This design comes from an exercise in tuning for small area, a short achievable clock period and few clock cycles per item on the open sky130 flow, not from production work.
Only simulation tests tie the RTL to the original design; equivalence was not proved.
No activity file was given, so power comes from the tool's default toggle rates.

==> 12-25 <==
// grain_chain
module grain_chain (
    input  wire         clk,
    input  wire         rst,
    input  wire         in_valid,
    output wire         in_ready,
    input  wire [1:0]   in_op,
    input  wire [31:0]  in_data,
    output reg          done,
    output reg  [1:0]   status,
    output wire [255:0] link,
    output wire [31:0]  seq
);
clock: 9.5 ns
lec_check: 0
cap_margin: 20
core_margin: 2
core_utilization: 55
cts_buf_list: sky130_fd_sc_hd__clkbuf_8
place_density: 0.62
setup_slack_margin: 4
slew_margin: 20
standard.sh (not shown) runs the stock make flow with config.mk's settings and CLKGATE_MAP_FILE= SYNTH_SCRIPT=/design/flow/synth_recipe.tcl, a recipe that flattens the netlist after the stock synthesis.
==> flow/flow/run.sh <==
#!/bin/bash
# The standard layout (standard.sh: standard synthesis, floorplan, place,
# CTS, route, finish), except that the port buffers inserted before global
# placement are the smallest buffer cell rather than the flow's default pick.
# The whole make output goes to standard.log; ORFS keeps each step's log under
# orfs/logs/.
set -euo pipefail
export BUFFER_PORTS_ARGS="-buffer_cell sky130_fd_sc_hd__buf_1"
bash standard.sh > standard.log 2>&1
==> 04-06: changes against 12-25 <==
SETUP_SLACK_MARGIN = 5   (was 4)
==> qor summary <==
item                                                                 04-06               12-25
GR Layer Usage met3                                                  13.3%               12.1%
Worst Max-Slew Pin Slew                                            1.34 ns             1.24 ns
Routed wirelength normalized by instance count                     32.6 µm             32.2 µm
Pin count of the biggest net entering global routing                   175                 180
Leakage component of the power                                     27.4 nW             26.2 nW
Startpoint of the worst setup timing path                     g[8]$_DFF_P_  st[4]$_SDFFE_PP0P_
Number of buffers added for setup after CTS                             82                   0
Bufs and invs on worst path                                              2                   1
Number of nets in the layout                                          6822                6699
Detailed Place HPWL                                              190000 µm           190000 µm
Final Total Pwr                                                    33.2 mW             29.8 mW
Fraction of layout instances using a drive strength above 1          13.1%               7.25%
Part of the power in registers                                       27.8%               31.2%
Non-Filler Instances                                                  8020                7895
Status                                            timing/DRC/antenna clean  timing/DRC/antenna clean
Sequential group power                                             9.23 mW             9.29 mW
Capturing instance or port of the critical path              a[31]$_DFF_P_  w[4][13]$_DFFE_PP_
Combined area of the multi-input logic cells                     32000 µm²           30500 µm²
Testbench counts of 12-25, summed over its fixed seeds: cycles 42,875, records 320.
Testbench counts of 04-06, summed over its fixed seeds: cycles 42,875, records 320.

========
==> inputs of run a <==
Another version of the RTL of grain_chain (not shown whole).
Design grain_chain, start of the top module:
module grain_chain (
    input  wire         clk,
    input  wire         rst,
    input  wire         in_valid,
    output wire         in_ready,
    input  wire [1:0]   in_op,
    input  wire [31:0]  in_data,
    output reg          done,
    output reg  [1:0]   status,
    output wire [255:0] link,
    output wire [31:0]  seq
);
==> flow/config.mk <==
export PLATFORM = sky130hd
export DESIGN_NAME = grain_chain
export DESIGN_NICKNAME = grain_chain
export VERILOG_FILES = /design/flow/design.v
export SDC_FILE = /design/flow/constraint.sdc
export NUM_CORES = 4
export LEC_CHECK = 0
export CAP_MARGIN = 40
export CORE_MARGIN = 2
export CORE_UTILIZATION = 60
export CTS_BUF_LIST = sky130_fd_sc_hd__clkbuf_8
export PLACE_DENSITY = 0.7
export SETUP_SLACK_MARGIN = 4
export SLEW_MARGIN = 30
==> flow/constraint.sdc <==
create_clock -name core_clock -period 9.5 [get_ports {clk}]
set_input_delay 1.9000 -clock core_clock [delete_from_list [all_inputs] [get_ports {clk}]]
set_output_delay 1.9000 -clock core_clock [all_outputs]
set_load 0.01 [all_outputs]
Scripts as last shown in full above: flow/flow/run.sh
==> run b: changes against run a <==
--- a/flow/design.v
+++ b/flow/design.v
@@ -262,21 +262,25 @@
     wire [31:0] a_nx  = na_s + na_c;
     wire [31:0] ms0  = rotr(w[1], 5'd7) ^ rotr(w[1], 5'd18) ^ (w[1] >> 3);
     wire [31:0] ms1  = rotr(w[14], 5'd17) ^ rotr(w[14], 5'd19) ^ (w[14] >> 10);
     wire [31:0] nw1_s = csa_s(ms1, w[9], ms0);
     wire [31:0] nw1_c = csa_c(ms1, w[9], ms0);
     wire [31:0] nw_s  = csa_s(nw1_s, nw1_c, w[0]);
     wire [31:0] nw_c  = csa_c(nw1_s, nw1_c, w[0]);
     wire [31:0] w_new = nw_s + nw_c;
-    reg  [3:0]  ivs;
-    wire [31:0] iv_a = ({32{ivs[0]}} & SHA_IV[159:128]) | ({32{ivs[1]}} & SHA_IV[191:160]) |
-                       ({32{ivs[2]}} & SHA_IV[223:192]) | ({32{ivs[3]}} & SHA_IV[255:224]);
-    wire [31:0] iv_e = ({32{ivs[0]}} & SHA_IV[31:0])    | ({32{ivs[1]}} & SHA_IV[63:32]) |
-                       ({32{ivs[2]}} & SHA_IV[95:64])   | ({32{ivs[3]}} & SHA_IV[127:96]);
+    reg [31:0] iv_a, iv_e;
+    always @(*) begin
+        case (rnd[1:0])
+            2'd0: begin iv_a = SHA_IV[159:128]; iv_e = SHA_IV[31:0];   end
+            2'd1: begin iv_a = SHA_IV[191:160]; iv_e = SHA_IV[63:32];  end
+            2'd2: begin iv_a = SHA_IV[223:192]; iv_e = SHA_IV[95:64];  end
+            default: begin iv_a = SHA_IV[255:224]; iv_e = SHA_IV[127:96]; end
+        endcase
+    end
     wire [31:0] ffa = (in_ff1 ? d : a) + (in_ff1 ? iv_a : w[3]);
     wire [31:0] ffe = (in_ff1 ? h : e) + (in_ff1 ? iv_e : w[7]);
     wire [255:0] lo_words = {w[0], w[1], w[2], w[3], w[4], w[5], w[6], w[7]};
     wire         word_eq  = (w[0] == w[8]);
     wire [31:0] pad_word = (hop != OP_KEY) ? 32'd0 :
                            (rnd[2:0] == 3'd0) ? 32'h80000000 :
                            (rnd[2:0] == 3'd7) ? 32'd256 : 32'd0;
     wire sh_end = zc ? rnd[4] : (rnd[2:0] == 3'd7);
@@ -403,17 +407,16 @@
         end else begin
             {a, b, c, d, e, f, g, h} <= SHA_IV;
             if (!iv_g)
                 g <= SHA_IV[31:0];
         end
     end
     always @(posedge clk) begin
         rnd <= rnd_nx;
-        ivs <= {ivs[2:0], st[E_C1] && (rnd == 6'd63)};
         ta  <= ta_nx;
         kt  <= kt_nx;
         if (rst) begin
             st       <= 10'd1 << E_SH;
             rnd      <= 6'd0;
             hop      <= OP_LOAD;
             hvoid    <= 1'b0;
             zc       <= 1'b1;
==> flow/run.sh (new file) <==
#!/bin/bash
# synth_recipe.tcl (not shown) runs the flow's synth.tcl, then flattens the netlist and writes it again
# the make line also repeats each setting of config.mk as NAME=value (left out here)
make -C /OpenROAD-flow-scripts/flow DESIGN_CONFIG=/design/flow/config.mk WORK_HOME=/design/flow/orfs CLKGATE_MAP_FILE= SYNTH_SCRIPT=/design/flow/synth_recipe.tcl finish
CORE_UTILIZATION = 40   (was 60)
CTS_BUF_LIST = unset   (was sky130_fd_sc_hd__clkbuf_8)
PLACE_DENSITY = 0.6   (was 0.7)
SETUP_SLACK_MARGIN = unset   (was 4)
removed: flow/flow/run.sh
removed: flow/standard.sh
==> run c: changes against run a <==
--- a/flow/design.v
+++ b/flow/design.v
@@ -262,21 +262,25 @@
     wire [31:0] a_nx  = na_s + na_c;
     wire [31:0] ms0  = rotr(w[1], 5'd7) ^ rotr(w[1], 5'd18) ^ (w[1] >> 3);
     wire [31:0] ms1  = rotr(w[14], 5'd17) ^ rotr(w[14], 5'd19) ^ (w[14] >> 10);
     wire [31:0] nw1_s = csa_s(ms1, w[9], ms0);
     wire [31:0] nw1_c = csa_c(ms1, w[9], ms0);
     wire [31:0] nw_s  = csa_s(nw1_s, nw1_c, w[0]);
     wire [31:0] nw_c  = csa_c(nw1_s, nw1_c, w[0]);
     wire [31:0] w_new = nw_s + nw_c;
-    reg  [3:0]  ivs;
-    wire [31:0] iv_a = ({32{ivs[0]}} & SHA_IV[159:128]) | ({32{ivs[1]}} & SHA_IV[191:160]) |
-                       ({32{ivs[2]}} & SHA_IV[223:192]) | ({32{ivs[3]}} & SHA_IV[255:224]);
-    wire [31:0] iv_e = ({32{ivs[0]}} & SHA_IV[31:0])    | ({32{ivs[1]}} & SHA_IV[63:32]) |
-                       ({32{ivs[2]}} & SHA_IV[95:64])   | ({32{ivs[3]}} & SHA_IV[127:96]);
+    reg [31:0] iv_a, iv_e;
+    always @(*) begin
+        case (rnd[1:0])
+            2'd0: begin iv_a = SHA_IV[159:128]; iv_e = SHA_IV[31:0];   end
+            2'd1: begin iv_a = SHA_IV[191:160]; iv_e = SHA_IV[63:32];  end
+            2'd2: begin iv_a = SHA_IV[223:192]; iv_e = SHA_IV[95:64];  end
+            default: begin iv_a = SHA_IV[255:224]; iv_e = SHA_IV[127:96]; end
+        endcase
+    end
     wire [31:0] ffa = (in_ff1 ? d : a) + (in_ff1 ? iv_a : w[3]);
     wire [31:0] ffe = (in_ff1 ? h : e) + (in_ff1 ? iv_e : w[7]);
     wire [255:0] lo_words = {w[0], w[1], w[2], w[3], w[4], w[5], w[6], w[7]};
     wire         word_eq  = (w[0] == w[8]);
     wire [31:0] pad_word = (hop != OP_KEY) ? 32'd0 :
                            (rnd[2:0] == 3'd0) ? 32'h80000000 :
                            (rnd[2:0] == 3'd7) ? 32'd256 : 32'd0;
     wire sh_end = zc ? rnd[4] : (rnd[2:0] == 3'd7);
@@ -403,17 +407,16 @@
         end else begin
             {a, b, c, d, e, f, g, h} <= SHA_IV;
             if (!iv_g)
                 g <= SHA_IV[31:0];
         end
     end
     always @(posedge clk) begin
         rnd <= rnd_nx;
-        ivs <= {ivs[2:0], st[E_C1] && (rnd == 6'd63)};
         ta  <= ta_nx;
         kt  <= kt_nx;
         if (rst) begin
             st       <= 10'd1 << E_SH;
             rnd      <= 6'd0;
             hop      <= OP_LOAD;
             hvoid    <= 1'b0;
             zc       <= 1'b1;
==> flow/run.sh (new file) <==
#!/bin/bash
# synth_recipe.tcl (not shown) runs the flow's synth.tcl, then flattens the netlist and writes it again
# the make line also repeats each setting of config.mk as NAME=value (left out here)
make -C /OpenROAD-flow-scripts/flow DESIGN_CONFIG=/design/flow/config.mk WORK_HOME=/design/flow/orfs CLKGATE_MAP_FILE= SYNTH_SCRIPT=/design/flow/synth_recipe.tcl finish
CTS_BUF_LIST = unset   (was sky130_fd_sc_hd__clkbuf_8)
removed: flow/flow/run.sh
removed: flow/standard.sh
==> impl_metrics.csv <==
group,metric,value,unit
layout,design.seq.count,1167,
global_route,globalRouteMet1Util,59.4,%
synthesis,yosysTopAreaCellShare,35.9,%
layout,layout.cells.most_common_list,"nor2_1, edfxtp_1, dfxtp_1, xnor2_1, a21oi_1",
floorplanning,floorplan.die.height,331,um
run_status,run_status,"complete, no violations",
(the above is from run a)
==> impl_metrics.csv <==
group,metric,value,unit
run_status,run_status,"complete, no violations",
layout,layout.cells.most_common_list,"edfxtp_1, nor2_1, nand2_1, xnor2_1, dfxtp_1",
synthesis,yosysTopAreaCellShare,35.7,%
layout,design.seq.count,1163,
global_route,globalRouteMet1Util,46.0,%
floorplanning,floorplan.die.height,406,um
synthesis,yosysSeqAreaShare,47.9,%
(the above is from run b)
==> impl_metrics.csv <==
group,metric,value,unit
floorplanning,floorplan.die.height,332,um
layout,layout.cells.most_common_list,"edfxtp_1, nor2_1, nand2_1, xnor2_1, dfxtp_1",
synthesis,yosysTopAreaCellShare,35.7,%
global_route,globalRouteMet1Util,60.0,%
run_status,run_status,"complete, no violations",
layout,design.seq.count,1163,
(the above is from run c)
Testbench counts of run a, summed over its fixed seeds: cycles 42,875, records 320.
Testbench counts of run b, summed over its fixed seeds: cycles 42,875, records 320.
Testbench counts of run c, summed over its fixed seeds: cycles 42,875, records 320.

==> re-timing with driven ports <==
The flow's constraints put no driver on any port. The routed layouts listed below were extracted and timed again, unchanged, in two steps. Step 1: set_driving_cell puts a clkbuf_16 on clk and a buf_2 on each other input, an assumption about the parent block. Step 2 times the ports against the registers' clock, not the clock port: input delays grow and output delays shrink by t, the midpoint of the rising clock arrivals with the driver on. Slacks: no drivers / after step 1 / after step 2; pairs: no drivers / after step 1.
run	t (ns)	slack for setup (ns)	hold WS [ns]	worst slew at a driven data input, ns
12-25	1.004	4.022 / 4.022 / 3.747	0.401 / 0.401 / 0.401	0.06
04-06	1.030	4.936 / 4.936 / 4.722	0.400 / 0.400 / 0.400	0.07
run a	0.955	4.083 / 4.083 / 4.083	0.410 / 0.410 / 0.410	0.10
run b	0.867	3.200 / 3.200 / 3.200	0.407 / 0.407 / 0.407	0.06
run c	0.801	3.957 / 3.957 / 3.950	0.371 / 0.371 / 0.371	0.06
After both steps every run listed still meets setup and hold. For 12-25, which loses most, drivers alone change the setup slack by 0.000 ns; drivers and shift together by -0.275 ns.
